Context: an optimization exercise on an open-source flow, tuned for small area, a short achievable clock period and few clock cycles per item. The choices shown serve that exercise and are no tape-out recipe.
Where RTL was checked, it was by simulation tests only, not by an equivalence proof against the original.
No activity file was given, so power comes from the tool's default toggle rates.

// pq_engine
module pq_engine (
  input  wire         clk,
  input  wire         rst_n,
  input  wire         in_valid,
  output wire         in_ready,
  input  wire [63:0] in_data,
  input  wire [4:0]   in_lost_a,
  input  wire [4:0]   in_lost_b,
  output wire         out_valid,
  input  wire         out_ready,
  output reg  [63:0] out_a,
  output reg  [63:0] out_b
);
clock: 12.0 ns
lec_check: 0
cap_margin: 20
core_margin: 2
core_utilization: 30
slew_margin: 20
standard.sh (not shown) runs the stock make flow with config.mk's settings and CLKGATE_MAP_FILE= SYNTH_SCRIPT=/design/flow/synth_recipe.tcl, a recipe that flattens the netlist after the stock synthesis.
==> flow/flow/run.sh <==
#!/bin/bash
# The standard layout, with repair_timing aimed at a setup slack of
# SETUP_SLACK_MARGIN (so paths are sped up well past the 12 ns clock) and
# faster port buffers. The SDC and every other step are the standard flow's own.
set -euo pipefail
bash standard.sh SETUP_SLACK_MARGIN=8.45 \
  "BUFFER_PORTS_ARGS=-buffer_cell sky130_fd_sc_hd__buf_2" finish > standard.log 2>&1
The starting point completed with no timing, DRC or antenna violations.
Testbench counts at the start, summed over its fixed seeds: cycles 65,600, items 1,600.
==> next run, changes <==
--- a/flow/flow/run.sh
+++ b/flow/flow/run.sh
@@ -6,2 +6,2 @@
-bash standard.sh SETUP_SLACK_MARGIN=8.45 \
-  "BUFFER_PORTS_ARGS=-buffer_cell sky130_fd_sc_hd__buf_2" finish > standard.log 2>&1
+bash standard.sh SETUP_SLACK_MARGIN=8.6 \
+  "BUFFER_PORTS_ARGS=-buffer_cell sky130_fd_sc_hd__buf_1" finish > standard.log 2>&1
--- a/flow/config.mk
+++ b/flow/config.mk
@@ -10 +10 @@
-export CORE_UTILIZATION = 30
+export CORE_UTILIZATION = 55
Wire length climbs by 6.4%.
Area after synthesis does not change.
Maximum frequency climbs by about 2%.
Worst hold slack loses 0.0089 ns.
Power climbs by 7.2%.
Register-to-register slack gains 0.07 ns.
Utilization climbs by 36 points.
Non-clock buffer count climbs by 124.
Via count climbs by about 8%.
Global-route usage climbs by 15 points.
Sequential power drops by about 7%.

The RTL this note starts from:
==> flow/design.v <==
module pq_engine (
  input  wire         clk,
  input  wire         rst_n,
  input  wire         in_valid,
  output wire         in_ready,
  input  wire [63:0] in_data,
  input  wire [4:0]   in_lost_a,
  input  wire [4:0]   in_lost_b,
  output wire         out_valid,
  input  wire         out_ready,
  output reg  [63:0] out_a,
  output reg  [63:0] out_b
);
  function [7:0] gf_mul;
    input [7:0] a;
    input [7:0] b;
    integer i;
    reg [7:0] p, x;
    begin
      p = 8'h00;
      x = a;
      for (i = 0; i < 8; i = i + 1) begin
        if (b[i]) p = p ^ x;
        x = {x[6:0], 1'b0} ^ (x[7] ? 8'h1d : 8'h00);
      end
      gf_mul = p;
    end
  endfunction
  function [7:0] mul_g;
    input [7:0] x;
    mul_g = {x[6:0], 1'b0} ^ (x[7] ? 8'h1d : 8'h00);
  endfunction
  function [7:0] mul_ginv;
    input [7:0] x;
    mul_ginv = {1'b0, x[7:1]} ^ (x[0] ? 8'h8e : 8'h00);
  endfunction
  function [7:0] mul_g29;
    input [7:0] x;
    reg t8, t9, t10;
    begin
      t8  = x[3] ^ x[6];
      t9  = x[4] ^ x[7];
      t10 = x[5] ^ t8;
      mul_g29 = {t8 ^ x[2], x[1] ^ x[2] ^ x[5], x[0] ^ x[1] ^ t9, x[0] ^ t8,
                 t10, t9 ^ t10, x[4] ^ x[5], x[3] ^ t9};
    end
  endfunction
  function [7:0] h;
    input [5:0] d;
    begin
      case (d)
        6'd35: h = 8'h88;
        6'd36: h = 8'hdf;
        6'd37: h = 8'hab;
        6'd38: h = 8'hbb;
        6'd39: h = 8'h8f;
        6'd40: h = 8'h03;
        6'd41: h = 8'hd3;
        6'd42: h = 8'hb5;
        6'd43: h = 8'he8;
        6'd44: h = 8'hf3;
        6'd45: h = 8'h62;
        6'd46: h = 8'h27;
        6'd47: h = 8'hdd;
        6'd48: h = 8'h66;
        6'd49: h = 8'h8b;
        6'd50: h = 8'hc1;
        6'd51: h = 8'he5;
        6'd52: h = 8'h84;
        6'd53: h = 8'h75;
        6'd54: h = 8'hfa;
        6'd55: h = 8'ha8;
        6'd56: h = 8'ha1;
        6'd57: h = 8'h55;
        6'd58: h = 8'h5e;
        6'd59: h = 8'hec;
        6'd60: h = 8'h73;
        6'd61: h = 8'h9c;
        6'd62: h = 8'ha6;
        6'd63: h = 8'hf5;
        6'd1: h = 8'hf4;
        6'd2: h = 8'ha7;
        6'd3: h = 8'h9d;
        6'd4: h = 8'h72;
        6'd5: h = 8'hed;
        6'd6: h = 8'h5f;
        6'd7: h = 8'h54;
        6'd8: h = 8'ha0;
        6'd9: h = 8'ha9;
        6'd10: h = 8'hfb;
        6'd11: h = 8'h74;
        6'd12: h = 8'h85;
        6'd13: h = 8'he4;
        6'd14: h = 8'hc0;
        6'd15: h = 8'h8a;
        6'd16: h = 8'h67;
        6'd17: h = 8'hdc;
        6'd18: h = 8'h26;
        6'd19: h = 8'h63;
        6'd20: h = 8'hf2;
        6'd21: h = 8'he9;
        6'd22: h = 8'hb4;
        6'd23: h = 8'hd2;
        6'd24: h = 8'h02;
        6'd25: h = 8'h8e;
        6'd26: h = 8'hba;
        6'd27: h = 8'haa;
        6'd28: h = 8'hde;
        6'd29: h = 8'h89;
        default: h = 8'h00;
      endcase
    end
  endfunction
  reg        acc_st;     
  reg        solve_st;   
  reg        out_st;     
  reg [4:0]  unit;       
  reg [2:0]  scnt;
  reg [4:0]  la, lb;
  reg        skip_r;     
  reg [7:0]  k1, k2;     
  assign in_ready  = acc_st;
  assign out_valid = out_st;
  wire       accept = in_valid & acc_st;
  wire       first  = (unit == 5'd0);
  reg        lost0_r;    
  wire       clr    = accept & (first | (unit == 5'd1 & lost0_r));
  wire       take   = accept & (first | ~skip_r);
  wire [63:0] d1    = in_data & {64{take & (unit != 5'd31)}};
  wire [63:0] d2    = in_data & {64{take & (unit != 5'd30)}};
  always @(posedge clk) begin
    if (!rst_n) begin
      acc_st   <= 1'b1;
      solve_st <= 1'b0;
      out_st   <= 1'b0;
      unit     <= 5'd0;
    end else begin
      if (accept) begin
        unit <= unit + 5'd1;
        if (unit == 5'd31) begin
          acc_st   <= 1'b0;
          solve_st <= 1'b1;
        end
      end
      if (solve_st && scnt == 3'd7) begin
        solve_st <= 1'b0;
        out_st   <= 1'b1;
      end
      if (out_st && out_ready) begin
        out_st <= 1'b0;
        acc_st <= 1'b1;
      end
    end
  end
  always @(posedge clk) begin
    if (solve_st) scnt <= scnt + 3'd1;
    else          scnt <= 3'd0;
  end
  wire [4:0] la_e = first ? in_lost_a : la;
  wire [4:0] lb_e = first ? in_lost_b : lb;
  always @(posedge clk) begin
    if (accept) begin
      if (first) begin
        la <= in_lost_a;
        lb <= in_lost_b;
        lost0_r <= (in_lost_a == 5'd0) || (in_lost_b == 5'd0);
      end
      skip_r <= (unit + 5'd1 == la_e) || (unit + 5'd1 == lb_e);
    end
  end
  wire a_data = (la < 5'd30);
  wire b_data = (lb < 5'd30);
  wire case_c = (la == 5'd31 && b_data) || (lb == 5'd31 && a_data);   
  wire case_d = (la == 5'd30 && b_data) || (lb == 5'd30 && a_data);   
  wire case_e = a_data && b_data && (la != lb);                       
  wire [4:0] n = a_data ? la : lb;           
  wire [7:0] hv = h({1'b0, lb} - {1'b0, la});
  wire [4:0] um1 = unit - 5'd1;
  always @(posedge clk) begin
    if (accept) begin
      if (unit == 5'd1) begin
        k1 <= case_e ? (hv ^ 8'h01) : case_c ? 8'h01 : 8'h00;
        k2 <= case_e ? hv : 8'h01;
      end else if (unit >= 5'd2 && um1 <= n) begin
        if (case_c) k1 <= mul_g(k1);
        if (case_d || case_e) k2 <= mul_ginv(k2);
      end
    end
  end
  wire [7:0] e1 = out_a[7:0];
  wire [7:0] e2 = out_b[7:0];
  wire [7:0] x  = gf_mul(k1, e1) ^ gf_mul(k2, e2);
  reg a_e1, a_x, b_e1, b_x;
  always @(*) begin
    if (la == 5'd31)                 begin a_e1 = 1'b0; a_x = 1'b1; end
    else if (la == lb || lb == 5'd31) begin a_e1 = 1'b1; a_x = 1'b0; end
    else if (la == 5'd30)            begin a_e1 = 1'b1; a_x = 1'b1; end
    else                             begin a_e1 = 1'b0; a_x = 1'b1; end
    if (lb == 5'd31)                 begin b_e1 = 1'b0; b_x = 1'b1; end
    else if (la == lb || la == 5'd31) begin b_e1 = 1'b1; b_x = 1'b0; end
    else if (lb == 5'd30)            begin b_e1 = 1'b1; b_x = 1'b1; end
    else if (la == 5'd30)            begin b_e1 = 1'b0; b_x = 1'b1; end
    else                             begin b_e1 = 1'b1; b_x = 1'b1; end
  end
  wire [7:0] na = (e1 & {8{a_e1}}) ^ (x & {8{a_x}});
  wire [7:0] nb = (e1 & {8{b_e1}}) ^ (x & {8{b_x}});
  integer j;
  reg [63:0] b_ginv, b_g29;
  always @(*) begin
    for (j = 0; j < 8; j = j + 1) begin
      b_ginv[8*j +: 8] = mul_ginv(out_b[8*j +: 8]);
      b_g29[8*j +: 8]  = mul_g29(out_b[8*j +: 8]);
    end
  end
  wire        kill = clr | solve_st;
  wire [63:0] rot_a = {na, out_a[63:8]};
  wire [63:0] rot_b = {nb, out_b[63:8]};
  wire [63:0] inj_a = (rot_a & {64{solve_st}}) | d1;
  wire [63:0] inj_b = (rot_b & {64{solve_st}}) | d2;
  always @(posedge clk)
    out_a <= (out_a & {64{~kill}}) ^ inj_a;
  wire        sel29  = accept & (unit == 5'd31);
  wire        selinv = accept & ~clr & (unit != 5'd31);
  always @(posedge clk)
    if (solve_st || (accept && unit != 5'd30))
      out_b <= (b_g29 & {64{sel29}}) ^ (b_ginv & {64{selinv}}) ^ inj_b;
endmodule
clock: 12.0 ns
lec_check: 0
cap_margin: 20
core_margin: 2
core_utilization: 30
slew_margin: 20
==> flow/flow/run.sh <==
#!/bin/bash
# The standard layout, with repair_timing aimed at a setup slack of
# SETUP_SLACK_MARGIN (so paths are sped up well past the 12 ns clock) and
# faster port buffers. The SDC and every other step are the standard flow's own.
set -euo pipefail
bash standard.sh SETUP_SLACK_MARGIN=8.8 \
  "BUFFER_PORTS_ARGS=-buffer_cell sky130_fd_sc_hd__buf_2" finish > standard.log 2>&1
Next try:
==> flow/run.sh (new file) <==
#!/bin/bash
# synth_recipe.tcl (not shown) runs the flow's synth.tcl, then flattens the netlist and writes it again
# the make line also repeats each setting of config.mk as NAME=value (left out here)
make -C /OpenROAD-flow-scripts/flow DESIGN_CONFIG=/design/flow/config.mk WORK_HOME=/design/flow/orfs CLKGATE_MAP_FILE= SYNTH_SCRIPT=/design/flow/synth_recipe.tcl finish
removed: flow/flow/run.sh
removed: flow/standard.sh
Outcome: The new run finished with timing, DRC and antenna clean. Non-clock buffer count came out lower by 302. Hold slack gets worse by 0.0093 ns. Worst setup slack gets worse by 1.2 ns. Final cell count came out lower by about 12%. Power came out lower by about 17%. First-iteration DRC count came out lower by about 37%. Design area came out lower by about 20%. Fmax came out lower by 26%. Count of clock-buffer cells in the layout came out lower by 3. Area after synthesis does not change.
No functional check of the RTL was part of any run of this note.

## port drivers added, routing unchanged
Ports are ideal in the flow. The routed layouts listed here were re-timed in OpenROAD. Step 1 sets driving cells, clkbuf_16 on the clock port and buf_2 on the other inputs (assumed; they add their load-dependent delay and slew). Step 2 also shifts input and output timing later by t, the mid clock arrival at the registers, as if the neighbouring blocks saw the same clock. Three values: ideal ports, drivers, drivers and shift; two values: the first two.
run | t, ns | slack for setup (ns) | hold slack, ns | pins driven straight from the clock port
the first run of note 1 | 0.491 | 8.484 / 8.429 / 8.093 | 0.497 / 0.497 / 0.497 | 1
the second run of note 1 | 0.489 | 8.550 / 8.537 / 8.097 | 0.488 / 0.488 / 0.488 | 1
the first run of note 2 | 0.512 | 8.428 / 8.379 / 8.001 | 0.430 / 0.430 / 0.430 | 1
the second run of note 2 | 0.499 | 7.195 / 7.210 / 6.711 | 0.420 / 0.420 / 0.420 | 1
After both steps setup and hold are still met in every run listed. For the second run of note 2, which loses most, drivers alone change the setup slack by +0.015 ns; drivers and shift together by -0.484 ns.
